This is an optimization exercise on Yosys and OpenROAD, whose aim is small area, not a production implementation. In this exercise RTL edits were held to simulation tests only and were not proved equivalent to the original.

### flow/config.mk
export PLATFORM = sky130hd
export DESIGN_NAME = chervil_mixer
export DESIGN_NICKNAME = chervil_mixer
export VERILOG_FILES = /design/flow/design.v
export SDC_FILE = /design/flow/constraint.sdc
export NUM_CORES = 8
export LEC_CHECK = 0
export ABC_AREA = 1
export CAP_MARGIN = 20
export CORE_MARGIN = 2
export CORE_UTILIZATION = 40
export SLEW_MARGIN = 20
export SYNTH_MEMORY_MAX_BITS = 16384
### flow/constraint.sdc
create_clock -name core_clock -period 50.0 [get_ports {clk}]
set_input_delay 10.0000 -clock core_clock [delete_from_list [all_inputs] [get_ports {clk}]]
set_output_delay 10.0000 -clock core_clock [all_outputs]
set_load 0.01 [all_outputs]
### flow/design.v
module chervil_gain_rom (
    input  wire [7:0]  code,
    output reg  [16:0] factor
);
    always @(*) begin
        case (code)
            8'd0: factor = 17'd65536;
            8'd1: factor = 17'd61870;
            8'd2: factor = 17'd58409;
            8'd3: factor = 17'd55142;
            8'd4: factor = 17'd52057;
            8'd5: factor = 17'd49145;
            8'd6: factor = 17'd46396;
            8'd7: factor = 17'd43801;
            8'd8: factor = 17'd41350;
            8'd9: factor = 17'd39037;
            8'd10: factor = 17'd36854;
            8'd11: factor = 17'd34792;
            8'd12: factor = 17'd32846;
            8'd13: factor = 17'd31008;
            8'd14: factor = 17'd29274;
            8'd15: factor = 17'd27636;
            8'd16: factor = 17'd26090;
            8'd17: factor = 17'd24631;
            8'd18: factor = 17'd23253;
            8'd19: factor = 17'd21952;
            8'd20: factor = 17'd20724;
            8'd21: factor = 17'd19565;
            8'd22: factor = 17'd18471;
            8'd23: factor = 17'd17437;
            8'd24: factor = 17'd16462;
            8'd25: factor = 17'd15541;
            8'd26: factor = 17'd14672;
            8'd27: factor = 17'd13851;
            8'd28: factor = 17'd13076;
            8'd29: factor = 17'd12345;
            8'd30: factor = 17'd11654;
            8'd31: factor = 17'd11002;
            8'd32: factor = 17'd10387;
            8'd33: factor = 17'd9806;
            8'd34: factor = 17'd9257;
            8'd35: factor = 17'd8739;
            8'd36: factor = 17'd8250;
            8'd37: factor = 17'd7789;
            8'd38: factor = 17'd7353;
            8'd39: factor = 17'd6942;
            8'd40: factor = 17'd6554;
            8'd41: factor = 17'd6187;
            8'd42: factor = 17'd5841;
            8'd43: factor = 17'd5514;
            8'd44: factor = 17'd5206;
            8'd45: factor = 17'd4915;
            8'd46: factor = 17'd4640;
            8'd47: factor = 17'd4380;
            8'd48: factor = 17'd4135;
            8'd49: factor = 17'd3904;
            8'd50: factor = 17'd3685;
            8'd51: factor = 17'd3479;
            8'd52: factor = 17'd3285;
            8'd53: factor = 17'd3101;
            8'd54: factor = 17'd2927;
            8'd55: factor = 17'd2764;
            8'd56: factor = 17'd2609;
            8'd57: factor = 17'd2463;
            8'd58: factor = 17'd2325;
            8'd59: factor = 17'd2195;
            8'd60: factor = 17'd2072;
            8'd61: factor = 17'd1957;
            8'd62: factor = 17'd1847;
            8'd63: factor = 17'd1744;
            8'd64: factor = 17'd1646;
            8'd65: factor = 17'd1554;
            8'd66: factor = 17'd1467;
            8'd67: factor = 17'd1385;
            8'd68: factor = 17'd1308;
            8'd69: factor = 17'd1234;
            8'd70: factor = 17'd1165;
            8'd71: factor = 17'd1100;
            8'd72: factor = 17'd1039;
            8'd73: factor = 17'd981;
            8'd74: factor = 17'd926;
            8'd75: factor = 17'd874;
            8'd76: factor = 17'd825;
            8'd77: factor = 17'd779;
            8'd78: factor = 17'd735;
            8'd79: factor = 17'd694;
            8'd80: factor = 17'd655;
            8'd81: factor = 17'd619;
            8'd82: factor = 17'd584;
            8'd83: factor = 17'd551;
            8'd84: factor = 17'd521;
            8'd85: factor = 17'd491;
            8'd86: factor = 17'd464;
            8'd87: factor = 17'd438;
            8'd88: factor = 17'd414;
            8'd89: factor = 17'd390;
            8'd90: factor = 17'd369;
            8'd91: factor = 17'd348;
            8'd92: factor = 17'd328;
            8'd93: factor = 17'd310;
            8'd94: factor = 17'd293;
            8'd95: factor = 17'd276;
            8'd96: factor = 17'd261;
            8'd97: factor = 17'd246;
            8'd98: factor = 17'd233;
            8'd99: factor = 17'd220;
            8'd100: factor = 17'd207;
            8'd101: factor = 17'd196;
            8'd102: factor = 17'd185;
            8'd103: factor = 17'd174;
            8'd104: factor = 17'd165;
            8'd105: factor = 17'd155;
            8'd106: factor = 17'd147;
            8'd107: factor = 17'd139;
            8'd108: factor = 17'd131;
            8'd109: factor = 17'd123;
            8'd110: factor = 17'd117;
            8'd111: factor = 17'd110;
            8'd112: factor = 17'd104;
            8'd113: factor = 17'd98;
            8'd114: factor = 17'd93;
            8'd115: factor = 17'd87;
            8'd116: factor = 17'd83;
            8'd117: factor = 17'd78;
            8'd118: factor = 17'd74;
            8'd119: factor = 17'd69;
            8'd120: factor = 17'd66;
            8'd121: factor = 17'd62;
            8'd122: factor = 17'd58;
            8'd123: factor = 17'd55;
            8'd124: factor = 17'd52;
            8'd125: factor = 17'd49;
            8'd126: factor = 17'd46;
            8'd127: factor = 17'd44;
            8'd128: factor = 17'd41;
            8'd129: factor = 17'd39;
            8'd130: factor = 17'd37;
            8'd131: factor = 17'd35;
            8'd132: factor = 17'd33;
            8'd133: factor = 17'd31;
            8'd134: factor = 17'd29;
            8'd135: factor = 17'd28;
            8'd136: factor = 17'd26;
            8'd137: factor = 17'd25;
            8'd138: factor = 17'd23;
            8'd139: factor = 17'd22;
            8'd140: factor = 17'd21;
            8'd141: factor = 17'd20;
            8'd142: factor = 17'd18;
            8'd143: factor = 17'd17;
            8'd144: factor = 17'd16;
            8'd145: factor = 17'd16;
            8'd146: factor = 17'd15;
            8'd147: factor = 17'd14;
            8'd148: factor = 17'd13;
            8'd149: factor = 17'd12;
            8'd150: factor = 17'd12;
            8'd151: factor = 17'd11;
            8'd152: factor = 17'd10;
            8'd153: factor = 17'd10;
            8'd154: factor = 17'd9;
            8'd155: factor = 17'd9;
            8'd156: factor = 17'd8;
            8'd157: factor = 17'd8;
            8'd158: factor = 17'd7;
            8'd159: factor = 17'd7;
            8'd160: factor = 17'd7;
            8'd161: factor = 17'd6;
            8'd162: factor = 17'd6;
            8'd163: factor = 17'd6;
            8'd164: factor = 17'd5;
            8'd165: factor = 17'd5;
            8'd166: factor = 17'd5;
            8'd167: factor = 17'd4;
            8'd168: factor = 17'd4;
            8'd169: factor = 17'd4;
            8'd170: factor = 17'd4;
            8'd171: factor = 17'd3;
            8'd172: factor = 17'd3;
            8'd173: factor = 17'd3;
            8'd174: factor = 17'd3;
            8'd175: factor = 17'd3;
            8'd176: factor = 17'd3;
            8'd177: factor = 17'd2;
            8'd178: factor = 17'd2;
            8'd179: factor = 17'd2;
            8'd180: factor = 17'd2;
            8'd181: factor = 17'd2;
            8'd182: factor = 17'd2;
            8'd183: factor = 17'd2;
            8'd184: factor = 17'd2;
            8'd185: factor = 17'd2;
            8'd186: factor = 17'd1;
            8'd187: factor = 17'd1;
            8'd188: factor = 17'd1;
            8'd189: factor = 17'd1;
            8'd190: factor = 17'd1;
            8'd191: factor = 17'd1;
            8'd192: factor = 17'd1;
            8'd193: factor = 17'd1;
            8'd194: factor = 17'd1;
            8'd195: factor = 17'd1;
            8'd196: factor = 17'd1;
            8'd197: factor = 17'd1;
            8'd198: factor = 17'd1;
            8'd199: factor = 17'd1;
            8'd200: factor = 17'd1;
            8'd201: factor = 17'd1;
            8'd202: factor = 17'd1;
            8'd203: factor = 17'd1;
            8'd204: factor = 17'd1;
            8'd205: factor = 17'd0;
            8'd206: factor = 17'd0;
            8'd207: factor = 17'd0;
            8'd208: factor = 17'd0;
            8'd209: factor = 17'd0;
            8'd210: factor = 17'd0;
            8'd211: factor = 17'd0;
            8'd212: factor = 17'd0;
            8'd213: factor = 17'd0;
            8'd214: factor = 17'd0;
            8'd215: factor = 17'd0;
            8'd216: factor = 17'd0;
            8'd217: factor = 17'd0;
            8'd218: factor = 17'd0;
            8'd219: factor = 17'd0;
            8'd220: factor = 17'd0;
            8'd221: factor = 17'd0;
            8'd222: factor = 17'd0;
            8'd223: factor = 17'd0;
            8'd224: factor = 17'd0;
            8'd225: factor = 17'd0;
            8'd226: factor = 17'd0;
            8'd227: factor = 17'd0;
            8'd228: factor = 17'd0;
            8'd229: factor = 17'd0;
            8'd230: factor = 17'd0;
            8'd231: factor = 17'd0;
            8'd232: factor = 17'd0;
            8'd233: factor = 17'd0;
            8'd234: factor = 17'd0;
            8'd235: factor = 17'd0;
            8'd236: factor = 17'd0;
            8'd237: factor = 17'd0;
            8'd238: factor = 17'd0;
            8'd239: factor = 17'd0;
            8'd240: factor = 17'd0;
            8'd241: factor = 17'd0;
            8'd242: factor = 17'd0;
            8'd243: factor = 17'd0;
            8'd244: factor = 17'd0;
            8'd245: factor = 17'd0;
            8'd246: factor = 17'd0;
            8'd247: factor = 17'd0;
            8'd248: factor = 17'd0;
            8'd249: factor = 17'd0;
            8'd250: factor = 17'd0;
            8'd251: factor = 17'd0;
            8'd252: factor = 17'd0;
            8'd253: factor = 17'd0;
            8'd254: factor = 17'd0;
            8'd255: factor = 17'd0;
            default: factor = 17'd0;
        endcase
    end
endmodule
module chervil_voice_start (
    input  wire [1:0]  key,         
    input  wire [23:0] acc,
    input  wire [14:0] lfsr,
    input  wire [2:0]  phase,
    input  wire [23:0] inc,
    input  wire [3:0]  duty,
    input  wire        short_mode,
    input  wire [1:0]  kind,
    output reg  [15:0] gen,         
    output wire [23:0] next_acc,
    output wire [14:0] next_lfsr,
    output reg  [2:0]  cur_phase
);
    localparam [2:0] P_IDLE = 3'd0, P_ATTACK = 3'd1, P_RELEASE = 3'd4;
    wire key_on  = key[0];
    wire key_off = (key == 2'b10);
    wire [23:0] cur_acc  = (key == 2'b01) ? 24'd0 : acc;
    wire [14:0] cur_lfsr = key_on ? 15'h7FFF : lfsr;
    always @(*) begin
        cur_phase = phase;
        if (key_on)
            cur_phase = P_ATTACK;
        else if (key_off && phase != P_IDLE)
            cur_phase = P_RELEASE;
    end
    wire [15:0] t = cur_acc[23:8];
    always @(*) begin
        case (kind)
            2'd0:    gen = (cur_acc[23:20] <= duty) ? 16'h7FFF : 16'h8001;
            2'd1:    gen = t[15] ? {t[14], ~t[13:0], 1'b1} : {~t[14], t[13:0], 1'b0};
            2'd2:    gen = cur_lfsr[0] ? 16'h8001 : 16'h7FFF;
            default: gen = 16'h0000;
        endcase
    end
    wire [24:0] c;
    assign c[0] = 1'b0;
    genvar i;
    generate
        for (i = 0; i < 24; i = i + 1) begin : g_add
            assign next_acc[i] = cur_acc[i] ^ inc[i] ^ c[i];
            assign c[i+1] = (cur_acc[i] & inc[i]) | (c[i] & (cur_acc[i] ^ inc[i]));
        end
    endgenerate
    wire lfsr_tap = short_mode ? (cur_lfsr[0] ^ cur_lfsr[6]) : (cur_lfsr[0] ^ cur_lfsr[1]);
    assign next_lfsr = c[24] ? {lfsr_tap, cur_lfsr[14:1]} : cur_lfsr;
endmodule
module chervil_voice_env (
    input  wire [2:0]  phase,
    input  wire [15:0] level,
    input  wire [31:0] env,         
    output wire [15:0] next_level,
    output wire [2:0]  next_phase,
    output wire        set_ended
);
    wire att = (phase == 3'd1);
    wire dec = (phase == 3'd2);
    wire rel = (phase == 3'd4);
    wire [7:0] code = att ? env[7:0] : dec ? env[15:8] : env[31:24];
    reg [10:0] step;
    always @(*) begin
        case (code)
            8'd0: step = 11'd0;
            8'd1: step = 11'd1024;
            8'd2: step = 11'd512;
            8'd3: step = 11'd341;
            8'd4: step = 11'd256;
            8'd5: step = 11'd204;
            8'd6: step = 11'd170;
            8'd7: step = 11'd146;
            8'd8: step = 11'd128;
            8'd9: step = 11'd113;
            8'd10: step = 11'd102;
            8'd11: step = 11'd93;
            8'd12: step = 11'd85;
            8'd13: step = 11'd78;
            8'd14: step = 11'd73;
            8'd15: step = 11'd68;
            8'd16: step = 11'd64;
            8'd17: step = 11'd60;
            8'd18: step = 11'd56;
            8'd19: step = 11'd53;
            8'd20: step = 11'd51;
            8'd21: step = 11'd48;
            8'd22: step = 11'd46;
            8'd23: step = 11'd44;
            8'd24: step = 11'd42;
            8'd25: step = 11'd40;
            8'd26: step = 11'd39;
            8'd27: step = 11'd37;
            8'd28: step = 11'd36;
            8'd29: step = 11'd35;
            8'd30: step = 11'd34;
            8'd31: step = 11'd33;
            8'd32: step = 11'd32;
            8'd33: step = 11'd31;
            8'd34: step = 11'd30;
            8'd35: step = 11'd29;
            8'd36: step = 11'd28;
            8'd37: step = 11'd27;
            8'd38: step = 11'd26;
            8'd39: step = 11'd26;
            8'd40: step = 11'd25;
            8'd41: step = 11'd24;
            8'd42: step = 11'd24;
            8'd43: step = 11'd23;
            8'd44: step = 11'd23;
            8'd45: step = 11'd22;
            8'd46: step = 11'd22;
            8'd47: step = 11'd21;
            8'd48: step = 11'd21;
            8'd49: step = 11'd20;
            8'd50: step = 11'd20;
            8'd51: step = 11'd20;
            8'd52: step = 11'd19;
            8'd53: step = 11'd19;
            8'd54: step = 11'd18;
            8'd55: step = 11'd18;
            8'd56: step = 11'd18;
            8'd57: step = 11'd17;
            8'd58: step = 11'd17;
            8'd59: step = 11'd17;
            8'd60: step = 11'd17;
            8'd61: step = 11'd16;
            8'd62: step = 11'd16;
            8'd63: step = 11'd16;
            8'd64: step = 11'd16;
            8'd65: step = 11'd15;
            8'd66: step = 11'd15;
            8'd67: step = 11'd15;
            8'd68: step = 11'd15;
            8'd69: step = 11'd14;
            8'd70: step = 11'd14;
            8'd71: step = 11'd14;
            8'd72: step = 11'd14;
            8'd73: step = 11'd14;
            8'd74: step = 11'd13;
            8'd75: step = 11'd13;
            8'd76: step = 11'd13;
            8'd77: step = 11'd13;
            8'd78: step = 11'd13;
            8'd79: step = 11'd12;
            8'd80: step = 11'd12;
            8'd81: step = 11'd12;
            8'd82: step = 11'd12;
            8'd83: step = 11'd12;
            8'd84: step = 11'd12;
            8'd85: step = 11'd12;
            8'd86: step = 11'd11;
            8'd87: step = 11'd11;
            8'd88: step = 11'd11;
            8'd89: step = 11'd11;
            8'd90: step = 11'd11;
            8'd91: step = 11'd11;
            8'd92: step = 11'd11;
            8'd93: step = 11'd11;
            8'd94: step = 11'd10;
            8'd95: step = 11'd10;
            8'd96: step = 11'd10;
            8'd97: step = 11'd10;
            8'd98: step = 11'd10;
            8'd99: step = 11'd10;
            8'd100: step = 11'd10;
            8'd101: step = 11'd10;
            8'd102: step = 11'd10;
            8'd103: step = 11'd9;
            8'd104: step = 11'd9;
            8'd105: step = 11'd9;
            8'd106: step = 11'd9;
            8'd107: step = 11'd9;
            8'd108: step = 11'd9;
            8'd109: step = 11'd9;
            8'd110: step = 11'd9;
            8'd111: step = 11'd9;
            8'd112: step = 11'd9;
            8'd113: step = 11'd9;
            8'd114: step = 11'd8;
            8'd115: step = 11'd8;
            8'd116: step = 11'd8;
            8'd117: step = 11'd8;
            8'd118: step = 11'd8;
            8'd119: step = 11'd8;
            8'd120: step = 11'd8;
            8'd121: step = 11'd8;
            8'd122: step = 11'd8;
            8'd123: step = 11'd8;
            8'd124: step = 11'd8;
            8'd125: step = 11'd8;
            8'd126: step = 11'd8;
            8'd127: step = 11'd8;
            8'd128: step = 11'd8;
            8'd129: step = 11'd7;
            8'd130: step = 11'd7;
            8'd131: step = 11'd7;
            8'd132: step = 11'd7;
            8'd133: step = 11'd7;
            8'd134: step = 11'd7;
            8'd135: step = 11'd7;
            8'd136: step = 11'd7;
            8'd137: step = 11'd7;
            8'd138: step = 11'd7;
            8'd139: step = 11'd7;
            8'd140: step = 11'd7;
            8'd141: step = 11'd7;
            8'd142: step = 11'd7;
            8'd143: step = 11'd7;
            8'd144: step = 11'd7;
            8'd145: step = 11'd7;
            8'd146: step = 11'd7;
            8'd147: step = 11'd6;
            8'd148: step = 11'd6;
            8'd149: step = 11'd6;
            8'd150: step = 11'd6;
            8'd151: step = 11'd6;
            8'd152: step = 11'd6;
            8'd153: step = 11'd6;
            8'd154: step = 11'd6;
            8'd155: step = 11'd6;
            8'd156: step = 11'd6;
            8'd157: step = 11'd6;
            8'd158: step = 11'd6;
            8'd159: step = 11'd6;
            8'd160: step = 11'd6;
            8'd161: step = 11'd6;
            8'd162: step = 11'd6;
            8'd163: step = 11'd6;
            8'd164: step = 11'd6;
            8'd165: step = 11'd6;
            8'd166: step = 11'd6;
            8'd167: step = 11'd6;
            8'd168: step = 11'd6;
            8'd169: step = 11'd6;
            8'd170: step = 11'd6;
            8'd171: step = 11'd5;
            8'd172: step = 11'd5;
            8'd173: step = 11'd5;
            8'd174: step = 11'd5;
            8'd175: step = 11'd5;
            8'd176: step = 11'd5;
            8'd177: step = 11'd5;
            8'd178: step = 11'd5;
            8'd179: step = 11'd5;
            8'd180: step = 11'd5;
            8'd181: step = 11'd5;
            8'd182: step = 11'd5;
            8'd183: step = 11'd5;
            8'd184: step = 11'd5;
            8'd185: step = 11'd5;
            8'd186: step = 11'd5;
            8'd187: step = 11'd5;
            8'd188: step = 11'd5;
            8'd189: step = 11'd5;
            8'd190: step = 11'd5;
            8'd191: step = 11'd5;
            8'd192: step = 11'd5;
            8'd193: step = 11'd5;
            8'd194: step = 11'd5;
            8'd195: step = 11'd5;
            8'd196: step = 11'd5;
            8'd197: step = 11'd5;
            8'd198: step = 11'd5;
            8'd199: step = 11'd5;
            8'd200: step = 11'd5;
            8'd201: step = 11'd5;
            8'd202: step = 11'd5;
            8'd203: step = 11'd5;
            8'd204: step = 11'd5;
            8'd205: step = 11'd4;
            8'd206: step = 11'd4;
            8'd207: step = 11'd4;
            8'd208: step = 11'd4;
            8'd209: step = 11'd4;
            8'd210: step = 11'd4;
            8'd211: step = 11'd4;
            8'd212: step = 11'd4;
            8'd213: step = 11'd4;
            8'd214: step = 11'd4;
            8'd215: step = 11'd4;
            8'd216: step = 11'd4;
            8'd217: step = 11'd4;
            8'd218: step = 11'd4;
            8'd219: step = 11'd4;
            8'd220: step = 11'd4;
            8'd221: step = 11'd4;
            8'd222: step = 11'd4;
            8'd223: step = 11'd4;
            8'd224: step = 11'd4;
            8'd225: step = 11'd4;
            8'd226: step = 11'd4;
            8'd227: step = 11'd4;
            8'd228: step = 11'd4;
            8'd229: step = 11'd4;
            8'd230: step = 11'd4;
            8'd231: step = 11'd4;
            8'd232: step = 11'd4;
            8'd233: step = 11'd4;
            8'd234: step = 11'd4;
            8'd235: step = 11'd4;
            8'd236: step = 11'd4;
            8'd237: step = 11'd4;
            8'd238: step = 11'd4;
            8'd239: step = 11'd4;
            8'd240: step = 11'd4;
            8'd241: step = 11'd4;
            8'd242: step = 11'd4;
            8'd243: step = 11'd4;
            8'd244: step = 11'd4;
            8'd245: step = 11'd4;
            8'd246: step = 11'd4;
            8'd247: step = 11'd4;
            8'd248: step = 11'd4;
            8'd249: step = 11'd4;
            8'd250: step = 11'd4;
            8'd251: step = 11'd4;
            8'd252: step = 11'd4;
            8'd253: step = 11'd4;
            8'd254: step = 11'd4;
            8'd255: step = 11'd4;
        endcase
    end
    wire [15:0] target = dec ? {env[23:16], env[23:16]} : 16'd0;
    wire [15:0] b = att ? {5'd0, step} : ~{5'd0, step};
    wire [16:0] c;
    wire [15:0] sum;
    assign c[0] = ~att;
    genvar i;
    generate
        for (i = 0; i < 16; i = i + 1) begin : g_add
            assign sum[i] = level[i] ^ b[i] ^ c[i];
            assign c[i+1] = (level[i] & b[i]) | (c[i] & (level[i] ^ b[i]));
        end
    endgenerate
    wire over = att ? c[16] : ~c[16];
    wire [15:0] cmp = att ? ~sum : sum;
    wire [16:0] le;
    assign le[0] = 1'b1;
    generate
        for (i = 0; i < 16; i = i + 1) begin : g_cmp
            assign le[i+1] = (~cmp[i] & target[i]) | (~(cmp[i] ^ target[i]) & le[i]);
        end
    endgenerate
    wire clamp  = (code == 8'd0) | over | le[16];
    wire active = att | dec | rel;
    assign next_level = ~active ? level : clamp ? (att ? 16'hFFFF : target) : sum;
    assign next_phase = (active & clamp) ? (att ? 3'd2 : dec ? 3'd3 : 3'd0) : phase;
    assign set_ended  = rel & clamp;
endmodule
module chervil_mul (
    input  wire [18:0] a,
    input  wire [7:0]  d,
    input  wire [18:0] t,
    output wire [18:0] res
);
    wire [27:0] s [0:8];
    assign s[0] = {9'd0, ~t[18], t[17:0]};
    genvar j, i;
    generate
        for (j = 0; j < 8; j = j + 1) begin : g_row
            wire [18:0] pp = {~(a[18] & d[j]), a[17:0] & {18{d[j]}}};
            wire [19:0] c;
            assign c[0] = 1'b0;
            for (i = 0; i < 19; i = i + 1) begin : g_bit
                wire x = s[j][i+j];
                assign s[j+1][i+j] = x ^ pp[i] ^ c[i];
                assign c[i+1] = (x & pp[i]) | (c[i] & (x ^ pp[i]));
            end
            if (j > 0) begin : g_low
                assign s[j+1][j-1:0] = s[j][j-1:0];
            end
            wire [9:0] hc;
            assign hc[0] = c[19];
            for (i = 19 + j; i < 28; i = i + 1) begin : g_inc
                assign s[j+1][i] = s[j][i] ^ hc[i-19-j];
                assign hc[i-19-j+1] = s[j][i] & hc[i-19-j];
            end
        end
    endgenerate
    assign res = {~s[8][26], s[8][25:8]};
endmodule
module chervil_mixer (
    input  wire        clk,
    input  wire        rst,
    input  wire        tick,
    input  wire        wr_en,
    input  wire        rd_en,
    input  wire [6:0]  addr,
    input  wire [31:0] wr_data,
    output wire        ready,
    output reg  [31:0] rd_data,
    output reg         out_valid,
    output wire [15:0] out_sample
);
    localparam [2:0] P_IDLE = 3'd0;
    integer s, p;
    reg [2:0]      rot;
    reg [8*24-1:0] inc_r;
    reg [8*4-1:0]  duty_r;
    reg [7:0]      short_r;
    reg [8*2-1:0]  kind_r;
    reg [8*16-1:0] amp_r;
    reg [8*32-1:0] env_r;
    reg [7:0]      ren_r;
    reg [8*8-1:0]  rgain_r;
    reg [8*2-1:0]  key_r;        
    reg [7:0]      ended_r;
    reg [7:0]      flag_r;       
    reg [8*24-1:0] acc_r;
    reg [8*15-1:0] lfsr_r;
    reg [8*16-1:0] level_r;
    reg [8*3-1:0]  phase_r;
    reg [7:0]  mix_gain;
    reg [15:0] peak;
    reg [15:0] clips;
    reg        busy;
    reg [2:0]  k;
    reg [3:0]  w;
    wire proc  = busy & ~w[3];
    wire k0    = proc & (k == 3'd0);
    wire k4    = proc & (k == 3'd4);
    wire k6    = proc & (k == 3'd6);
    wire lo    = k[0] ^ w[3];                  
    assign ready = ~busy;
    wire [2:0] wslot = addr[5:3] + rot + 3'd1;       
    wire       wvoice = wr_en & ~addr[6];
    wire [7:0] wsel  = wvoice ? (8'd1 << wslot) : 8'd0;
    wire [1:0] key_op = wr_data[1:0];
    wire       key_valid = (key_op == 2'd1) || (key_op == 2'd2);
    wire [23:0] wd_inc   = rst ? 24'd0 : wr_data[23:0];
    wire [3:0]  wd_duty  = rst ? 4'd7  : wr_data[3:0];
    wire        wd_short = ~rst & wr_data[4];
    wire [1:0]  wd_kind  = rst ? 2'd0  : wr_data[6:5];
    wire [15:0] wd_amp   = rst ? 16'd0 : wr_data[15:0];
    wire [31:0] wd_env   = rst ? 32'h00FF_0000 : wr_data;
    wire        wd_ren   = ~rst & wr_data[11];
    wire [7:0]  wd_rgain = rst ? 8'd0  : wr_data[23:16];
    wire [1:0]  wd_key   = rst ? 2'd0  : (key_op == 2'd1) ? {wr_data[2], 1'b1} : 2'b10;
    reg [7:0] we_key, we_freq, we_shape, we_amp, we_env, we_route, clr_ended;
    always @(*) begin
        for (s = 0; s < 8; s = s + 1) begin
            we_key[s]    = rst | (wsel[s] & (addr[2:0] == 3'd0) & key_valid);
            we_freq[s]   = rst | (wsel[s] & (addr[2:0] == 3'd1));
            we_shape[s]  = rst | (wsel[s] & (addr[2:0] == 3'd2));
            we_amp[s]    = rst | (wsel[s] & (addr[2:0] == 3'd3));
            we_env[s]    = rst | (wsel[s] & (addr[2:0] == 3'd4));
            clr_ended[s] = rst | (wsel[s] & (addr[2:0] == 3'd6) & wr_data[5]);
            we_route[s]  = rst | (wsel[s] & (addr[2:0] == 3'd7));
        end
    end
    wire        f0     = flag_r[0];
    wire [23:0] acc0   = f0 ? 24'd0     : acc_r[23:0];
    wire [14:0] lfsr0  = f0 ? 15'h7FFF  : lfsr_r[14:0];
    wire [15:0] level0 = f0 ? 16'd0     : level_r[15:0];
    wire [2:0]  phase0 = f0 ? P_IDLE    : phase_r[2:0];
    wire [15:0] gen;
    wire [23:0] next_acc;
    wire [14:0] next_lfsr;
    wire [2:0]  cur_phase;
    chervil_voice_start u_start (
        .key        (key_r[1:0]),
        .acc        (acc0),
        .lfsr       (lfsr0),
        .phase      (phase0),
        .inc        (inc_r[23:0]),
        .duty       (duty_r[3:0]),
        .short_mode (short_r[0]),
        .kind       (kind_r[1:0]),
        .gen        (gen),
        .next_acc   (next_acc),
        .next_lfsr  (next_lfsr),
        .cur_phase  (cur_phase)
    );
    wire [15:0] env_level;
    wire [2:0]  env_phase;
    wire        env_ended;
    chervil_voice_env u_env (
        .phase      (phase_r[4*3 +: 3]),
        .level      (level_r[4*16 +: 16]),
        .env        (env_r[4*32 +: 32]),
        .next_level (env_level),
        .next_phase (env_phase),
        .set_ended  (env_ended)
    );
    always @(posedge clk) begin
        rot <= rst ? 3'd0 : rot + 3'd1;
        for (s = 0; s < 8; s = s + 1) begin
            p = (s + 7) % 8;
            inc_r[s*24 +: 24]  <= we_freq[s]  ? wd_inc   : inc_r[p*24 +: 24];
            duty_r[s*4 +: 4]   <= we_shape[s] ? wd_duty  : duty_r[p*4 +: 4];
            short_r[s]         <= we_shape[s] ? wd_short : short_r[p];
            kind_r[s*2 +: 2]   <= we_shape[s] ? wd_kind  : kind_r[p*2 +: 2];
            amp_r[s*16 +: 16]  <= we_amp[s]   ? wd_amp   : amp_r[p*16 +: 16];
            env_r[s*32 +: 32]  <= we_env[s]   ? wd_env   : env_r[p*32 +: 32];
            ren_r[s]           <= we_route[s] ? wd_ren   : ren_r[p];
            rgain_r[s*8 +: 8]  <= we_route[s] ? wd_rgain : rgain_r[p*8 +: 8];
            flag_r[s]          <= rst | ((s != 1) && flag_r[p]);
            if (s == 1) begin
                key_r[s*2 +: 2]    <= we_key[s] ? wd_key : (k0 ? 2'b00 : key_r[1:0]);
                ended_r[s]         <= ~clr_ended[s] & ended_r[p];
                acc_r[s*24 +: 24]  <= k0 ? next_acc  : acc0;
                lfsr_r[s*15 +: 15] <= k0 ? next_lfsr : lfsr0;
                level_r[s*16 +: 16] <= level0;
                phase_r[s*3 +: 3]  <= k0 ? cur_phase : phase0;
            end else if (s == 5) begin
                key_r[s*2 +: 2]    <= we_key[s] ? wd_key : key_r[p*2 +: 2];
                ended_r[s]         <= ~clr_ended[s] & (ended_r[p] | (k4 & env_ended));
                acc_r[s*24 +: 24]  <= acc_r[p*24 +: 24];
                lfsr_r[s*15 +: 15] <= lfsr_r[p*15 +: 15];
                level_r[s*16 +: 16] <= k4 ? env_level : level_r[p*16 +: 16];
                phase_r[s*3 +: 3]  <= k4 ? env_phase : phase_r[p*3 +: 3];
            end else begin
                key_r[s*2 +: 2]    <= we_key[s] ? wd_key : key_r[p*2 +: 2];
                ended_r[s]         <= ~clr_ended[s] & ended_r[p];
                acc_r[s*24 +: 24]  <= acc_r[p*24 +: 24];
                lfsr_r[s*15 +: 15] <= lfsr_r[p*15 +: 15];
                level_r[s*16 +: 16] <= level_r[p*16 +: 16];
                phase_r[s*3 +: 3]  <= phase_r[p*3 +: 3];
            end
        end
    end
    reg  signed [18:0] chain;
    reg  signed [18:0] tpart;
    reg  signed [18:0] acc;
    wire [7:0] rom_code = (k == 3'd5) ? rgain_r[5*8 +: 8] :
                          (k == 3'd6) ? rgain_r[6*8 +: 8] : mix_gain;
    wire [16:0] gain_factor;
    chervil_gain_rom u_rom (.code(rom_code), .factor(gain_factor));
    reg [7:0] digit;
    always @(*) begin
        if (w[3])
            digit = k[0] ? gain_factor[15:8] : gain_factor[7:0];
        else begin
            case (k)
                3'd1:    digit = amp_r[1*16 +: 8];
                3'd2:    digit = amp_r[2*16 + 8 +: 8];
                3'd3:    digit = level_r[3*16 +: 8];
                3'd4:    digit = level_r[4*16 + 8 +: 8];
                3'd5:    digit = ren_r[5] ? gain_factor[7:0]  : 8'd0;
                3'd6:    digit = ren_r[6] ? gain_factor[15:8] : 8'd0;
                default: digit = 8'd0;
            endcase
        end
    end
    wire bypass = w[3] ? (k[0] & (mix_gain == 8'd0))
                       : ((k == 3'd6) & ren_r[6] & (rgain_r[6*8 +: 8] == 8'd0));
    wire signed [18:0] tin  = lo ? 19'sd0 : tpart;
    wire        [18:0] prod;
    chervil_mul u_mul (.a(chain), .d(digit), .t(tin), .res(prod));
    wire signed [18:0] res  = bypass ? chain : prod;
    wire [18:0] acc_in = (w[2:0] == 3'd0) ? 19'd0 : acc;
    wire [18:0] acc_next;
    wire [19:0] acc_c;
    assign acc_c[0] = 1'b0;
    genvar i;
    generate
        for (i = 0; i < 19; i = i + 1) begin : g_acc
            assign acc_next[i] = acc_in[i] ^ res[i] ^ acc_c[i];
            assign acc_c[i+1] = (acc_in[i] & res[i]) | (acc_c[i] & (acc_in[i] ^ res[i]));
        end
    endgenerate
    always @(posedge clk) begin
        tpart <= res;
        if (k0)
            chain <= {{3{gen[15]}}, gen};
        else if (proc & ((k == 3'd2) | (k == 3'd4)))
            chain <= res;
        else if (k6 & (w[2:0] == 3'd7))
            chain <= acc_next;
        if (k6)
            acc <= acc_next;
    end
    always @(posedge clk) begin
        if (rst) begin
            busy      <= 1'b0;
            out_valid <= 1'b0;
        end else begin
            out_valid <= busy & w[3] & k[0];
            if (tick & ~busy) begin
                busy <= 1'b1;
                k    <= 3'd0;
                w    <= 4'd0;
            end else if (busy) begin
                if (w[3] & k[0])
                    busy <= 1'b0;
                if (k == 3'd6) begin
                    k <= 3'd0;
                    w <= w + 4'd1;
                end else
                    k <= k + 3'd1;
            end
        end
    end
    wire in_range = (tpart[18:15] == 4'b0000) | (tpart[18:15] == 4'b1111);
    wire clip     = ~in_range;
    assign out_sample = in_range ? tpart[15:0] : {tpart[18], {15{~tpart[18]}}};
    wire        neg = out_sample[15];
    wire [15:0] mx  = out_sample ^ {16{neg}};
    wire [15:0] magnitude;
    wire [16:0] mc;
    assign mc[0] = neg;
    generate
        for (i = 0; i < 16; i = i + 1) begin : g_mag
            assign magnitude[i] = mx[i] ^ mc[i];
            assign mc[i+1] = mx[i] & mc[i];
        end
    endgenerate
    wire [16:0] gt;
    assign gt[0] = 1'b0;
    generate
        for (i = 0; i < 16; i = i + 1) begin : g_gt
            assign gt[i+1] = (magnitude[i] & ~peak[i]) | (~(magnitude[i] ^ peak[i]) & gt[i]);
        end
    endgenerate
    wire [15:0] clips_inc;
    wire [16:0] cc;
    assign cc[0] = 1'b1;
    generate
        for (i = 0; i < 16; i = i + 1) begin : g_clip
            assign clips_inc[i] = clips[i] ^ cc[i];
            assign cc[i+1] = clips[i] & cc[i];
        end
    endgenerate
    reg [6:0] addr_q;
    reg       peak_rd;    
    always @(posedge clk) begin
        addr_q  <= addr;
        peak_rd <= ~rst & rd_en & (addr == 7'h43);
        if (rst | peak_rd) begin
            peak  <= 16'd0;
            clips <= 16'd0;
        end else if (out_valid) begin
            if (gt[16])
                peak <= magnitude;
            if (clip & ~cc[16])
                clips <= clips_inc;
        end
        if (rst)
            mix_gain <= 8'd0;
        else if (wr_en && addr == 7'h40)
            mix_gain <= wr_data[7:0];
    end
    wire [2:0] rslot = addr_q[5:3] + rot;
    reg [31:0] vreg;
    always @(*) begin
        vreg = 32'd0;
        for (s = 0; s < 8; s = s + 1) begin
            if (rslot == s) begin
                case (addr_q[2:0])
                    3'd1: vreg = {8'd0, inc_r[s*24 +: 24]};
                    3'd2: vreg = {25'd0, kind_r[s*2 +: 2], short_r[s], duty_r[s*4 +: 4]};
                    3'd3: vreg = {16'd0, amp_r[s*16 +: 16]};
                    3'd4: vreg = env_r[s*32 +: 32];
                    3'd6: vreg = {flag_r[s] ? 16'd0 : level_r[s*16 +: 16], 9'd0, 1'b0,
                                  ended_r[s], kind_r[s*2 +: 2],
                                  flag_r[s] ? P_IDLE : phase_r[s*3 +: 3]};
                    3'd7: vreg = {8'd0, rgain_r[s*8 +: 8], 4'd0, ren_r[s], 11'd0};
                    default: vreg = 32'd0;
                endcase
            end
        end
    end
    always @(*) begin
        if (!addr_q[6])
            rd_data = vreg;
        else if (addr_q[5:0] == 6'h00)
            rd_data = {24'd0, mix_gain};
        else if (addr_q[5:0] == 6'h03)
            rd_data = {clips, peak};
        else
            rd_data = 32'd0;
    end
endmodule
### flow/run.sh
#!/bin/bash
# synth_recipe.tcl (not shown) runs the flow's synth.tcl, then flattens the netlist and writes it again
# the make line also repeats each setting of config.mk as NAME=value (left out here)
make -C /OpenROAD-flow-scripts/flow DESIGN_CONFIG=/design/flow/config.mk WORK_HOME=/design/flow/orfs CLKGATE_MAP_FILE= SYNTH_SCRIPT=/design/flow/synth_recipe.tcl finish
==> metrics.md, run 1 <==
| Metric | Value |
|---|---|
| Detail-routed net length per standard cell | `25.3 µm` |
| YS warnings | `5` |
| Ports | `94` |
| DR pass1 iterations | `7` |
| PortBufs | `93` |
| Die H | `379 µm` |
| Seq/Total Area, Yosys | `47.7%` |
| Post-synthesis compound-gate area fraction | `18.1%` |
| Total gr overflow | `0` |
| Tot GR Track Use | `30.4%` |
| Final min period | `21720 ps` |
| Yosys top cell area share | `45.3%` |
| Post-synthesis mux area share | `0%` |
| Clk sinks | `1317` |
| H-tree depth | `4` |
| TritonCTS Buffers | `135` |
| Number of synthesized flops with an enable pin | `45` |
| Nets | `7126` |
| Yosys reg bits | `1317` |
| Critical path peak fanout | `27` |
| Count leader, synth | `nand2_1` |
| Simple-gate share of the synthesized area | `17.0%` |
| Layout cell share with drive strength beyond 1 | `6.23%` |
| Global-route wire length before repair | `319 mm` |
| CP bufs+invs | `11` |
| Synth Area in Adders | `9.34%` |
| Worst min path class | `reg -> reg` |
| Via count | `50.0k` |
| Mapped Cells | `6832` |
| Combinational family with the most area after synthesis | `compound AO/OA/AOI/OAI gates` |
| Most frequent CP cell | `fa_1` |
| Ys flop type | `dfxtp_1` |
| Syn Nets | `7175` |
| Core area | `0.140 mm²` |
| Multi-input logic area | `0.0254 mm²` |
| Largest net degree at the start of global routing | `110` |
| Hold buffer count at cts | `0` |
| Least-Margin Pin Slew | `1280 ps` |
| Worst-path clk slew | `70 ps` |
| Library cells used by synthesis | `61` |
| Post-DR vias/cell | `5.70` |
| Initial antenna violation count | `12` |
| Delay-heaviest family, CP | `adder cells` |
| Data required time of the worst path | `50480 ps` |
| Slowest stage delay, CP | `710 ps` |
| Asr flop ratio synth | `0%` |
| Placed Area | `0.0589 mm²` |
| Worst EP arrival | `22200 ps` |
| Final GP Congestion | `0.960` |
| Vias in the first global route | `46.7k` |
| Sequential cell area | `0.0268 mm²` |
| Post-CTS Setup Bufs | `0` |
| Hold Violations, Final | `0` |
| Post_cts resized | `0` |
| Synth-to-layout area growth | `12.8%` |
| Kind of critical path | `reg -> reg` |
| Maximum clock rate | `46.0 MHz` |
| Mapped Area | `0.0562 mm²` |
| Fillcell total | `13.6k` |
| Final Core Density | `45.5%` |
| Worst-Skew Late Latency | `780 ps` |
| RSZ-0062 raised after global routing | `no` |
| CTS tree | `built` |
| Final hold slack | `312 ps` |
| WL final | `222 mm` |
| Die width | `379 µm` |
| Cell taking the most area after synthesis | `dfxtp_1` |
| Clock Skew | `23.7 ps` |
| DP Cell Count | `8522` |
| Slew Limit Fails | `0` |
| Commonest cells post-synth | `nand2_1, dfxtp_1, o21ai_0` |
| Num rows | `137` |
| Largest cells by area after synthesis | `dfxtp_1, nand2_1, o21ai_0, fa_1, inv_1` |
| Die area | `0.144 mm²` |
| Final period utilization | `43.4%` |
| Design Area, Final | `0.0635 mm²` |
| Max-cap check violation count | `0` |
| Final setup viols | `0` |
| DRC violations left | `0` |
| Post-detail-place hpwl | `153 mm` |
| Antenna violation net count after detailed routing | `0` |
| Startpoint Class | `flop` |
| Max Buffers Root-to-Sink | `3` |
| Worst path slowest cell | `nor2_1` |
| Clk Tree Root Cell | `clkbuf_16` |
| Xor and xnor area share after synthesis | `0.530%` |
| Setup TNS | `0 ps` |
| Starting Density | `40.3%` |
| Relative slew slack | `14.3%` |
| DRT iter0 DRCs | `6597` |
| Post-Layout Cell Count | `8765` |
| Crit. End Element | `flop` |
| Status | `no timing/DRC/antenna violations` |
| Syn Area/Cell | `8.23 µm²` |
kinds of logic (layout without fill, tap and decap cells):
logic type	Yosys count	after routing
AND/OR/NAND/NOR	2387	2387
AO/OA/AOI/OAI	1719	1719
flip-flops	1317	1317
buffers and inverters	1076	1129
adder cells (fa/ha/maj)	299	299
XOR/XNOR	34	34
other	0	4
routing by layer:
| metal | share of wire (%) | GRT usage, % | up-vias |
|---|---|---|---|
| met5 | 0.044 | 0 | - |
| met4 | 7.0 | 18.1 | 14 |
| met3 | 11 | 6.52 | 687 |
| met2 | 43 | 46.6 | 2954 |
| met1 | 39 | 39.4 | 23818 |
| li1 | - | - | 22512 |
worst register-to-register path, delay by kind of cell, from the launching register on:
kind / cells / cell delay [ps]
AO/OA/AOI/OAI: 8 / 1700
buffers and inverters: 11 / 2210
adder cells (fa/ha/maj): 33 / 14560
flip-flops: 1 / 500
XOR/XNOR: 2 / 420
AND/OR/NAND/NOR: 9 / 2050
metrics by stage:
| step | setup slack, ps |
|---|---|
| after CTS | 28290 |
| after detailed placement | 28340 |
| after global routing | 27120 |
| final | 28280 |
| after global placement | 28600 |
| after floorplan | 30290 |
cell type report:
type | count | share of cell area [%]
diodes | 4 | 0.0158
clock buffers | 189 | 6.17
clock inverters | 50 | 0.917
inverters | 690 | 4.10
multi-input cells | 4439 | 40.1
flip-flops and latches | 1317 | 42.3
well taps | 1876 | 3.70
repair buffers | 200 | 2.76
cells in the final DEF (no fill, tap or decap), types with 9 or more instances in the layout:
| cell | count |
|---|---|
| a2111oi_0 | 12 |
| a21oi_1 | 162 |
| a221oi_1 | 84 |
| a22o_1 | 20 |
| a22oi_1 | 109 |
| a31oi_1 | 36 |
| buf_4 | 105 |
| clkbuf_1 | 22 |
| clkbuf_16 | 136 |
| clkbuf_8 | 31 |
| clkdlybuf4s50_1 | 92 |
| clkinv_1 | 39 |
| clkinv_2 | 20 |
| dfxtp_1 | 1271 |
| edfxtp_1 | 45 |
| fa_1 | 201 |
| ha_1 | 98 |
| inv_1 | 627 |
| inv_2 | 21 |
| nand2_1 | 1741 |
| nand2_2 | 11 |
| nand3_1 | 138 |
| nand4_1 | 30 |
| nor2_1 | 351 |
| nor2_2 | 13 |
| nor2_4 | 11 |
| nor3_1 | 31 |
| nor4_1 | 22 |
| o2111ai_1 | 45 |
| o211ai_1 | 60 |
| o21ai_0 | 980 |
| o21ai_1 | 9 |
| o221ai_1 | 49 |
| o22ai_1 | 89 |
| o31ai_1 | 15 |
| or2_2 | 16 |
| xor2_1 | 28 |
sequential cells by signal, summed over array words and instances, names as in the netlist, 19 cells and up:
signal and flops:
inc_r 192, acc 19, amp_r 128, tpart 19, phase_r 24, acc_r 192
chain 19, env_r 256, duty_r 32, level_r 128, lfsr_r 120, rgain_r 64
path summary, 6_finish.rpt:
| path | cells past startpoint | from | endpoint | slack, ps |
|---|---|---|---|---|
| hold reg to reg | 0 | lfsr_r[50]$_DFF_P_ | lfsr_r[65]$_DFF_P_ | 310 |
| hold / removal | 0 | lfsr_r[50]$_DFF_P_ | lfsr_r[65]$_DFF_P_ | 310 |
| setup reg to reg | 63 | k[0]$_SDFFCE_PN0P_ | chain[18]$_DFFE_PP_ | 28280 |
| setup / recovery | 63 | k[0]$_SDFFCE_PN0P_ | chain[18]$_DFFE_PP_ | 28280 |
==> run 2, diff against run 1 <==
--- a/flow/config.mk
+++ b/flow/config.mk
@@ -10,3 +10,5 @@
 export CORE_MARGIN = 2
-export CORE_UTILIZATION = 40
+export CORE_UTILIZATION = 60
+export CTS_CLUSTER_DIAMETER = 80
+export CTS_CLUSTER_SIZE = 25
 export SLEW_MARGIN = 20
==> run 2 against run 1 <==
  * Synthesized area did not move
  * Utilization rose by 19 points
  * Clock-buffer cell count fell by 114
  * Hold slack improved by 11 ps
  * Cell count fell by 8.8%
==> metrics.md, run 2 <==
| Metric | Value |
|---|---|
| Status | `no timing/DRC/antenna violations` |
| Largest net degree at the start of global routing | `120 (+9.1%)` |
| Die area | `0.0962 mm² (-33%)` |
| Crit. path cell count | `62 (-1.6%)` |
| Asr flop ratio synth | `0% (unchanged)` |
| YS warnings | `5 (unchanged)` |
| Post-CTS Setup Bufs | `0 (unchanged)` |
| Post-DR vias/cell | `6.23 (+9.3%)` |
| CP startpoint | `k[0]$_SDFFCE_PN0P_` |
| Worst reg2reg path startpoint | `k[0]$_SDFFCE_PN0P_` |
| Nets | `7058 (-0.95%)` |
| Worst-path clk slew | `90 ps (+20 ps)` |
| Grt peak-use layer | `met2` |
| Least-Margin Pin Slew | `1240 ps (-39.0 ps)` |
| DP Cell Count | `7899 (-7.3%)` |
| R2r setup slk | `28390 ps (+110 ps)` |
| WL final | `206 mm (-6.9%)` |
| Ports | `94 (unchanged)` |
| Detail-routed net length per standard cell | `25.8 µm (+2.0%)` |
| Worst path slowest cell | `fa_1` |
| Yosys top cell area share | `45.3% (unchanged)` |
| Core area | `0.0930 mm² (-33%)` |
| GRT met1 Usage | `57.1% (+18 points)` |
| Final Core Density | `64.7% (+19 points)` |
| Final GP Congestion | `1.01 (+5.2%)` |
| DR pass1 iterations | `9 (+2)` |
| Yosys reg bits | `1317 (unchanged)` |
| Final min period | `21610 ps (-108 ps)` |
| Maximum clock rate | `46.3 MHz (+0.50%)` |
| Initial antenna violation count | `15 (+3)` |
| Vias in the first global route | `45.7k (-2.1%)` |
| Mapped Cells | `6832 (unchanged)` |
| Tot GR Track Use | `42.4% (+12 points)` |
| Min setup slack post-route | `28390 ps (+108 ps)` |
| Starting Density | `60.4% (+20 points)` |
| Library cells used by synthesis | `61 (unchanged)` |
| Kind of critical path | `reg -> reg` |
| Via count | `49.8k (-0.31%)` |
| Global-route wire length before repair | `300 mm (-6.0%)` |
| Number of synthesized flops with an enable pin | `45 (unchanged)` |
| Final setup viols | `0 (unchanged)` |
| Cell taking the most area after synthesis | `dfxtp_1` |
| Slowest stage delay, CP | `590 ps (-120 ps)` |
| Seq/Total Area, Yosys | `47.7% (unchanged)` |
| Synth-to-layout area growth | `7.07%` |
| Fillcell total | `8124 (-40%)` |
| Worst setup path end | `chain[18]$_DFFE_PP_` |
| Worst min path class | `reg -> reg` |
| Data required time of the worst path | `50390 ps (-90 ps)` |
| DRC violations left | `0 (unchanged)` |
| Register-to-Register Path Depth | `62 (-1.6%)` |
| Final period utilization | `43.2% (-0.22 points)` |
| Total gr overflow | `0 (unchanged)` |
| Clock Skew | `27.1 ps (+3.40 ps)` |
| Relative slew slack | `17.4% (+3.1 points)` |
| H-tree depth | `3 (-1)` |
| Layout cell share with drive strength beyond 1 | `4.44% (-1.8 points)` |
| Clk sinks | `1317 (unchanged)` |
| Setup TNS | `0 ps (unchanged)` |
| Syn Nets | `7175 (unchanged)` |
| Count leader, synth | `nand2_1` |
| Ys flop type | `dfxtp_1` |
| Hold Violations, Final | `0 (unchanged)` |
| CTS tree | `built` |
| Antenna violation net count after detailed routing | `0 (unchanged)` |
| Final hold slack | `323 ps (+11.0 ps)` |
| Num rows | `112 (-18%)` |
| Placed Area | `0.0582 mm² (-1.3%)` |
| Worst-Skew Late Latency | `680 ps (-100 ps)` |
| Worst EP arrival | `22000 ps (-200 ps)` |
| Hold buffer count at cts | `0 (unchanged)` |
| Largest register FFs | `256 (unchanged)` |
| Grt met2 use | `61.0% (+14 points)` |
| Critical path peak fanout | `45 (+67%)` |
| Largest cells by area after synthesis | `dfxtp_1, nand2_1, o21ai_0, fa_1, inv_1` |
| Startpoint Class | `flop` |
| Delay-heaviest family, CP | `adder cells` |
| Most frequent CP cell | `fa_1` |
| Die H | `310 µm (-18%)` |
| Slew Limit Fails | `0 (unchanged)` |
| Post-Layout Cell Count | `7997 (-8.8%)` |
| Max Buffers Root-to-Sink | `3 (unchanged)` |
| Crit. End Element | `flop` |
| Placement Setup Slack | `28550 ps (+218 ps)` |
| Die width | `310 µm (-18%)` |
| Most frequent cells in the layout | `nand2_1, dfxtp_1, o21ai_0` |
| Max-cap check violation count | `0 (unchanged)` |
| Biggest regs | `env_r x256, acc_r x192, inc_r x192` |
| Syn Area/Cell | `8.23 µm² (unchanged)` |
| TritonCTS Buffers | `66 (-51%)` |
| Most common cell after layout, fill and taps aside | `nand2_1` |
| Commonest cells post-synth | `nand2_1, dfxtp_1, o21ai_0` |
| RSZ-0062 raised after global routing | `no` |
| Reg with most FFs | `env_r` |
| CP bufs+invs | `8 (-3)` |
| Clk Tree Root Cell | `clkbuf_16` |
| Post-detail-place hpwl | `144 mm (-6.0%)` |
| Post_cts resized | `0 (unchanged)` |
| DRT iter0 DRCs | `7220 (+9.4%)` |
| Worst reg2reg path endpoint | `chain[18]$_DFFE_PP_` |
| Mapped Area | `0.0562 mm² (unchanged)` |
| Design Area, Final | `0.0602 mm² (-5.1%)` |
| GR Util met3 | `12.1% (+5.5 points)` |
| PortBufs | `93 (unchanged)` |
run 2: worst min-delay path by stage:
stage / startpoint / end / slack, ps / depth (start not counted)
final: acc_r[71]$_DFF_P_ / acc_r[95]$_DFF_P_ / 320 / 0
after global routing: lfsr_r[100]$_DFF_P_ / lfsr_r[115]$_DFF_P_ / 330 / 0
after CTS: lfsr_r[100]$_DFF_P_ / lfsr_r[115]$_DFF_P_ / 330 / 0
after detailed placement: acc_r[58]$_DFF_P_ / acc_r[82]$_DFF_P_ / 310 / 0
after global placement: acc_r[186]$_DFF_P_ / acc_r[18]$_DFF_P_ / 310 / 0
after floorplan: acc_r[168]$_DFF_P_ / acc_r[0]$_DFF_P_ / 310 / 0
run 2: final cells by class:
type,count,area [µm²],area share (%)
repair buffers,201,1810,3.00
clock buffers,75,1710,2.83
diodes,4,10.0,0.0166
clock inverters,17,246,0.409
well taps,1254,1570,2.61
inverters,690,2600,4.32
multi-input cells,4439,25500,42.3
flip-flops and latches,1317,26800,44.5
run 2: kinds of logic (layout without fill, tap and decap cells):
family | Yosys count | count (layout) | share of synthesized area (%)
xor gates and xnor gates | 34 | 34 | 0.530
buffers and inverters | 1076 | 983 | 7.34
adders and majority gates | 299 | 299 | 9.34
DFF | 1317 | 1317 | 47.7
and+or+nand+nor | 2387 | 2387 | 17.0
other | 0 | 4 | 0
AOI/OAI and AO/OA | 1719 | 1719 | 18.1
run 2: metal layers:
metal	part of all wire [%]	routed length [µm]
met1	38	79100
met3	14	28400
met2	41	84600
met5	0.054	111
met4	6.9	14200
==> run 3, diff against run 2 <==
==> flow/flow/run.sh (new file) <==
#!/bin/bash
# Standard ORFS layout, with an area-oriented ABC mapping script in place
# of ORFS's abc_area.script. Everything else is the standard flow.
set -euo pipefail
W=$PWD
mkdir -p "$W/scripts_abc"
cp -r "$FLOW_HOME/scripts/." "$W/scripts_abc/"
cp "$W/flow/abc_area.script" "$W/scripts_abc/abc_area.script"
bash "$W/standard.sh" SCRIPTS_DIR="$W/scripts_abc" finish > "$W/run_make.log" 2>&1
==> flow/flow/abc_area.script (new file) <==
strash
&get -n
&st
&dch
&nf -a -R 20
&put
==> flow/standard.sh (new file) <==
#!/bin/bash
# synth_recipe.tcl (not shown) runs the flow's synth.tcl, then flattens the netlist and writes it again
# the make line also repeats each setting of config.mk as NAME=value (left out here)
make -C /OpenROAD-flow-scripts/flow DESIGN_CONFIG=/design/flow/config.mk WORK_HOME=/design/flow/orfs CLKGATE_MAP_FILE= SYNTH_SCRIPT=/design/flow/synth_recipe.tcl "${@:-finish}"
--- a/flow/config.mk
+++ b/flow/config.mk
@@ -10,5 +10,3 @@
 export CORE_MARGIN = 2
-export CORE_UTILIZATION = 60
-export CTS_CLUSTER_DIAMETER = 80
-export CTS_CLUSTER_SIZE = 25
+export CORE_UTILIZATION = 40
 export SLEW_MARGIN = 20
removed: flow/run.sh
==> run 3 against run 2 <==
  * Wire length decreased by 3.2%
  * Critical path type unchanged
  * Largest cell class unchanged
  * Sequential cell count unchanged
  * Critical endpoint unchanged
  * Via count shrank 8.6%
  * Highest routed layer unchanged
  * Still clean
==> metrics.md, run 3 <==
| Metric | Value |
|---|---|
| Biggest regs | `env_r x256, acc_r x192, inc_r x192` |
| Slowest stage delay, CP | `730 ps (+140 ps)` |
| Least-Margin Pin Slew | `1140 ps (-93.6 ps)` |
| Max Buffers Root-to-Sink | `3 (unchanged)` |
| Largest register FFs | `256 (unchanged)` |
| TritonCTS Buffers | `138 (+110%)` |
| Library cells used by synthesis | `64 (+4.9%)` |
| Final period utilization | `44.7% (+1.4 points)` |
| Setup TNS | `0 ps (unchanged)` |
| Most common cell after layout, fill and taps aside | `dfxtp_1` |
| RSZ-0062 raised after global routing | `no` |
| Worst-Skew Late Latency | `800 ps (+120 ps)` |
| Relative slew slack | `23.8% (+6.4 points)` |
| Ys flop type | `dfxtp_1` |
| Most frequent CP cell | `fa_1` |
| Most frequent cells in the layout | `dfxtp_1, nand2_1, o21ai_0` |
| Slew Limit Fails | `0 (unchanged)` |
| Final setup viols | `0 (unchanged)` |
| Die area | `0.134 mm² (+40%)` |
| Yosys top cell area share | `48.4% (+3.1 points)` |
| Critical path peak fanout | `19 (-58%)` |
| CP startpoint | `k[0]$_SDFFCE_PN0P_` |
| DRC violations left | `0 (unchanged)` |
| Final hold slack | `317 ps (-5.84 ps)` |
| Vias in the first global route | `43.7k (-4.5%)` |
| Antenna violation net count after detailed routing | `0 (unchanged)` |
| Total gr overflow | `0 (unchanged)` |
| Initial antenna violation count | `10 (-5)` |
| Num rows | `133 (+19%)` |
| Global-route wire length before repair | `293 mm (-2.5%)` |
| DR pass1 iterations | `10 (+1)` |
| DRT iter0 DRCs | `6062 (-16%)` |
| Clk sinks | `1317 (unchanged)` |
| Via count | `45.5k (-8.6%)` |
| Data required time of the worst path | `50480 ps (+90 ps)` |
| Tot GR Track Use | `29.2% (-13 points)` |
| Die width | `367 µm (+18%)` |
| Post_cts resized | `0 (unchanged)` |
| Post-DR vias/cell | `5.85 (-6.1%)` |
| R2r setup slk | `27670 ps (-720 ps)` |
| Kind of critical path | `reg -> reg` |
| PortBufs | `93 (unchanged)` |
| Final min period | `22330 ps (+718 ps)` |
| Asr flop ratio synth | `0% (unchanged)` |
| Hold Startpoint | `lfsr_r[110]$_DFF_P_` |
| Commonest cells post-synth | `dfxtp_1, nand2_1, o21ai_0` |
| Post-CTS Setup Bufs | `0 (unchanged)` |
| Seq/Total Area, Yosys | `51.0% (+3.3 points)` |
| Crit. End Element | `flop` |
| Syn Area/Cell | `9.47 µm² (+15%)` |
| Final GP Congestion | `0.980 (-2.9%)` |
| Yosys reg bits | `1317 (unchanged)` |
| Worst path slowest cell | `ha_1` |
| Ports | `94 (unchanged)` |
| Nets | `6260 (-11%)` |
| Core area | `0.131 mm² (+41%)` |
| Die H | `367 µm (+18%)` |
| Count leader, synth | `dfxtp_1` |
| Startpoint Class | `flop` |
| Reg with most FFs | `env_r` |
| Worst setup path end | `chain[18]$_DFFE_PP_` |
| Largest cells by area after synthesis | `dfxtp_1, o21ai_0, nand2_1, fa_1, a222oi_1` |
| Largest net degree at the start of global routing | `161 (+34%)` |
| Cell taking the most area after synthesis | `dfxtp_1` |
| Clk Tree Root Cell | `clkbuf_16` |
| WL final | `200 mm (-3.2%)` |
| Register-to-Register Path Depth | `61 (-1.6%)` |
| Post-detail-place hpwl | `133 mm (-7.5%)` |
| Detail-routed net length per standard cell | `25.7 µm (-0.53%)` |
| Syn Nets | `5895 (-18%)` |
| Synth-to-layout area growth | `17.7%` |
| Worst reg2reg path startpoint | `k[0]$_SDFFCE_PN0P_` |
| Worst min path class | `reg -> reg` |
| CTS tree | `built` |
| Starting Density | `40.2% (-20 points)` |
| Mapped Cells | `5552 (-19%)` |
| Worst reg2reg path endpoint | `chain[18]$_DFFE_PP_` |
| YS warnings | `5 (unchanged)` |
| Number of synthesized flops with an enable pin | `45 (unchanged)` |
| Hold buffer count at cts | `0 (unchanged)` |
| Worst-path clk slew | `60 ps (-30 ps)` |
| Max-cap check violation count | `0 (unchanged)` |
| Clock Skew | `39.6 ps (+12.5 ps)` |
| Status | `no timing/DRC/antenna violations` |
| Mapped Area | `0.0526 mm² (-6.5%)` |
| Layout cell share with drive strength beyond 1 | `6.91% (+2.5 points)` |
| H-tree depth | `4 (+1)` |
| Maximum clock rate | `44.8 MHz (-3.2%)` |
| Worst EP arrival | `22810 ps (+810 ps)` |
| Hold Violations, Final | `0 (unchanged)` |
-- run 3: cell count changes after synthesis, moves of 45 or more --
cell	before	now
a21oi_1	162	255
buf_1	59	1
o211ai_1	60	15
nand2_1	1741	1187
nor3_1	34	81
and2_0	0	53
a221oi_1	84	33
inv_1	640	0
nand2b_1	0	65
o21ai_0	981	919
a222oi_1	0	147
nand3_1	138	26
clkbuf_1	307	0
clkinv_1	38	141
-- run 3: logic make-up (layout without fill, tap and decap cells) --
logic type      Yosys count  in the layout  share of synthesized area (%)
buf+inv                 144            613                           1.04
flops                  1317           1317                           51.0
compound gates         1809           1809                           21.1
xor+xnor                 60             60                          0.999
fa+ha+maj               299            299                           9.98
simple gates           1886           1886                           15.1
mux                      37             37                          0.711
other cells               0              4                              0
-- run 3: layout make-up --
type / count / area (µm²)
Tap cell: 1755 / 2200
Sequential cell: 1317 / 26800
Timing Repair Buffer: 228 / 2000
Antenna cell: 4 / 10.0
Clock inverter: 52 / 754
Inverter: 141 / 529
Fill cell: 12575 / 69100
Multi-Input combinational cell: 4091 / 25700
Clock buffer: 192 / 3930
-- run 3: how the worst min path moves through the flow --
stage / cells after the start / to
2_1_floorplan: 0 / acc_r[0]$_DFF_P_
3_3_place_gp: 0 / acc_r[144]$_DFF_P_
3_5_place_dp: 0 / acc_r[142]$_DFF_P_
4_1_cts: 0 / lfsr_r[96]$_DFF_P_
5_1_grt: 0 / acc_r[124]$_DFF_P_
6_report: 0 / lfsr_r[5]$_DFF_P_
-- run 3: worst max-delay path: cells and delay by family, from the launching register on --
kind                       cells  cell delay, ps
DFF                            1             500
muxes                          1             120
and+or+nand+nor                7            1720
AOI/OAI and AO/OA              9            2080
adders and majority gates     35           15970
buffers and inverters          7            1290
xor gates and xnor gates       2             320
-- run 3: per-layer routing --
metal,vias to the layer above,track usage [%],part of all wire [%]
li1,20741,-,-
met1,21935,38.0,40
met2,2318,44.4,44
met3,524,6.42,9.4
met4,8,17.0,6.5
met5,-,0,0.031
-- run 3: metrics by stage --
step	utilization, %	std cells	instance area (µm²)	setup slack (ps)
floorplan	-	5552	52600	23100
global placement	43.6	7530	57100	28140
detailed placement	43.7	7532	57200	27810
CTS	47.2	7776	61900	27770
global route	47.3	7779	61900	26620
finish	47.3	7780	61900	27670
==> run 4, diff against run 3 <==
==> flow/flow/run.sh (replaced) <==
#!/bin/bash
# Standard ORFS layout with two changes: an area-oriented ABC mapping script
# in place of ORFS's abc_area.script, and clock tree synthesis without
# dummy loads. Everything else is the standard flow.
set -euo pipefail
W=$PWD
mkdir -p "$W/scripts_abc"
cp -r "$FLOW_HOME/scripts/." "$W/scripts_abc/"
cp "$W/flow/abc_area.script" "$W/scripts_abc/abc_area.script"
CTS="-sink_clustering_enable -repair_clock_nets -sink_clustering_size 25 -sink_clustering_max_diameter 80 -dont_use_dummy_load"
bash "$W/standard.sh" SCRIPTS_DIR="$W/scripts_abc" CTS_ARGS="$CTS" finish > "$W/run_make.log" 2>&1
--- a/flow/config.mk
+++ b/flow/config.mk
@@ -10,3 +10,5 @@
 export CORE_MARGIN = 2
-export CORE_UTILIZATION = 40
+export CORE_UTILIZATION = 60
+export CTS_CLUSTER_DIAMETER = 80
+export CTS_CLUSTER_SIZE = 25
 export SLEW_MARGIN = 20
==> run 4 against run 3 <==
  * First-iteration DRC count rose by 16%
  * Non-clock buffer count fell by 22
  * Critical path depth fell by 1
  * Register-to-register slack improved by 310 ps
  * Maximum frequency rose by 1.4%
  * Worst setup slack improved by 310 ps
  * Synthesized area did not move
  * Synthesized cell count did not move
==> metrics.md, run 4 <==
| Metric | Value |
|---|---|
| Post-CTS Setup Bufs | `0 (unchanged)` |
| Syn Area/Cell | `9.47 µm² (unchanged)` |
| Ports | `94 (unchanged)` |
| DRT iter0 DRCs | `7039 (+16%)` |
| Max-cap check violation count | `0 (unchanged)` |
| Least-Margin Pin Slew | `1190 ps (+46.8 ps)` |
| Most frequent cells in the layout | `dfxtp_1, nand2_1, o21ai_0` |
| Status | `no timing/DRC/antenna violations` |
| Biggest regs | `env_r x256, acc_r x192, inc_r x192` |
| Initial antenna violation count | `11 (+1)` |
| Slowest stage delay, CP | `760 ps (+30 ps)` |
| Die width | `300 µm (-18%)` |
| Register-to-Register Path Depth | `60 (-1.6%)` |
| Core area | `0.0868 mm² (-34%)` |
| Xor and xnor area share after synthesis | `0.999% (unchanged)` |
| Worst-Skew Late Latency | `670 ps (-130 ps)` |
| Global-route wire length before repair | `275 mm (-6.0%)` |
| Total gr overflow | `0 (unchanged)` |
| Worst EP arrival | `22400 ps (-410 ps)` |
| Critical path peak fanout | `41 (+22)` |
| Yosys top cell area share | `48.4% (unchanged)` |
| Yosys reg bits | `1317 (unchanged)` |
| Die area | `0.0900 mm² (-33%)` |
| Starting Density | `60.6% (+20 points)` |
| PortBufs | `93 (unchanged)` |
| Data required time of the worst path | `50380 ps (-100 ps)` |
| Detail-routed net length per standard cell | `26.6 µm (+3.7%)` |
| Die H | `300 µm (-18%)` |
| DR pass1 iterations | `10 (unchanged)` |
| WL final | `186 mm (-6.9%)` |
| Combinational family with the most area after synthesis | `compound AO/OA/AOI/OAI gates` |
| Post_cts resized | `0 (unchanged)` |
| CTS tree | `built` |
| Relative slew slack | `20.4% (-3.4 points)` |
| Post-DR vias/cell | `6.58 (+12%)` |
| Hold Violations, Final | `0 (unchanged)` |
| H-tree depth | `3 (-1)` |
| Final setup viols | `0 (unchanged)` |
| Synth-to-layout area growth | `10.3%` |
| Nets | `6167 (-1.5%)` |
| Crit. End Element | `flop` |
| Largest register FFs | `256 (unchanged)` |
| Simple-gate share of the synthesized area | `15.1% (unchanged)` |
| TritonCTS Buffers | `67 (-51%)` |
| Maximum clock rate | `45.4 MHz (+1.4%)` |
| YS warnings | `5 (unchanged)` |
| Asr flop ratio synth | `0% (unchanged)` |
run 4: cell counts after synthesis:
No cell type changed its count.
run 4: cells by family (layout without fill, tap and decap cells):
kind of cell,Yosys count,in the layout
compound gates,1809,1809
flops,1317,1317
xor+xnor,60,60
buf+inv,144,414
fa+ha+maj,299,299
simple gates,1886,1886
mux,37,37
other cells,0,4
run 4: routing by layer:
| metal | vias up | global-route usage (%) | wire length [µm] |
|---|---|---|---|
| met2 | 2891 | 59.1 | 77200 |
| li1 | 20448 | - | - |
| met1 | 21992 | 57.0 | 73400 |
| met5 | - | 0 | 68 |
| met4 | 10 | 21.2 | 11700 |
| met3 | 574 | 9.40 | 23600 |
run 4: cell type report:
type,count,area (µm²)
timing repair buffer,206,1790
multi-input combinational,4091,25700
fill,7092,28800
clock buffer,67,1680
sequential,1317,26800
inverter,141,529
tap,1155,1450
antenna,4,10.0
run 4: metrics by stage:
| stage | worst slack, ps | instances | hold WS (ps) |
|---|---|---|---|
| floorplan | 23100 | 5552 | 310 |
| global placement | 28490 | 6909 | 310 |
| detailed placement | 28250 | 6909 | 312 |
| CTS | 28120 | 6976 | 301 |
| global route | 27000 | 6978 | 308 |
| finish | 27980 | 6981 | 300 |
run 4: path summary, 6_finish.rpt:
kind / from / to / slack, ps
hold / removal: lfsr_r[99]$_DFF_P_ / lfsr_r[114]$_DFF_P_ / 300
setup / recovery: k[0]$_SDFFCE_PN0P_ / chain[18]$_DFFE_PP_ / 27980
hold reg to reg: lfsr_r[99]$_DFF_P_ / lfsr_r[114]$_DFF_P_ / 300
setup reg to reg: k[0]$_SDFFCE_PN0P_ / chain[18]$_DFFE_PP_ / 27980
run 4: worst max-delay path: cells and delay by family (launching register included):
family | cells | cell delay [ps]
simple gates | 7 | 1760
buf+inv | 8 | 1920
mux | 1 | 110
flops | 1 | 520
xor+xnor | 2 | 320
fa+ha+maj | 34 | 15340
compound gates | 8 | 1730

-- what the ideal ports hide --
The results above use ideal ports. As a check the final layouts listed here were re-extracted and re-timed, cells and wires unchanged. Step 1: set_driving_cell puts a clkbuf_16 on clk and a buf_2 on each other input, an assumption about the parent block. Step 2 also shifts input and output timing later by t, the mid clock arrival at the registers, as if the neighbouring blocks saw the same clock. Three values: ideal ports, drivers, drivers and shift; two values: the first two.
run | t (ns) | slack for setup (ns) | hold slack, ns | worst data-port slew with drivers (ns)
run 1 | 0.851 | 28.281 / 28.281 / 28.281 | 0.312 / 0.312 / 0.312 | 0.21
run 2 | 0.744 | 28.389 / 28.389 / 28.389 | 0.323 / 0.323 / 0.323 | 0.11
run 3 | 0.858 | 27.671 / 27.671 / 27.671 | 0.317 / 0.317 / 0.317 | 0.06
run 4 | 0.711 | 27.984 / 27.984 / 27.984 | 0.300 / 0.300 / 0.300 | 0.04
After both steps every run listed still meets setup and hold.
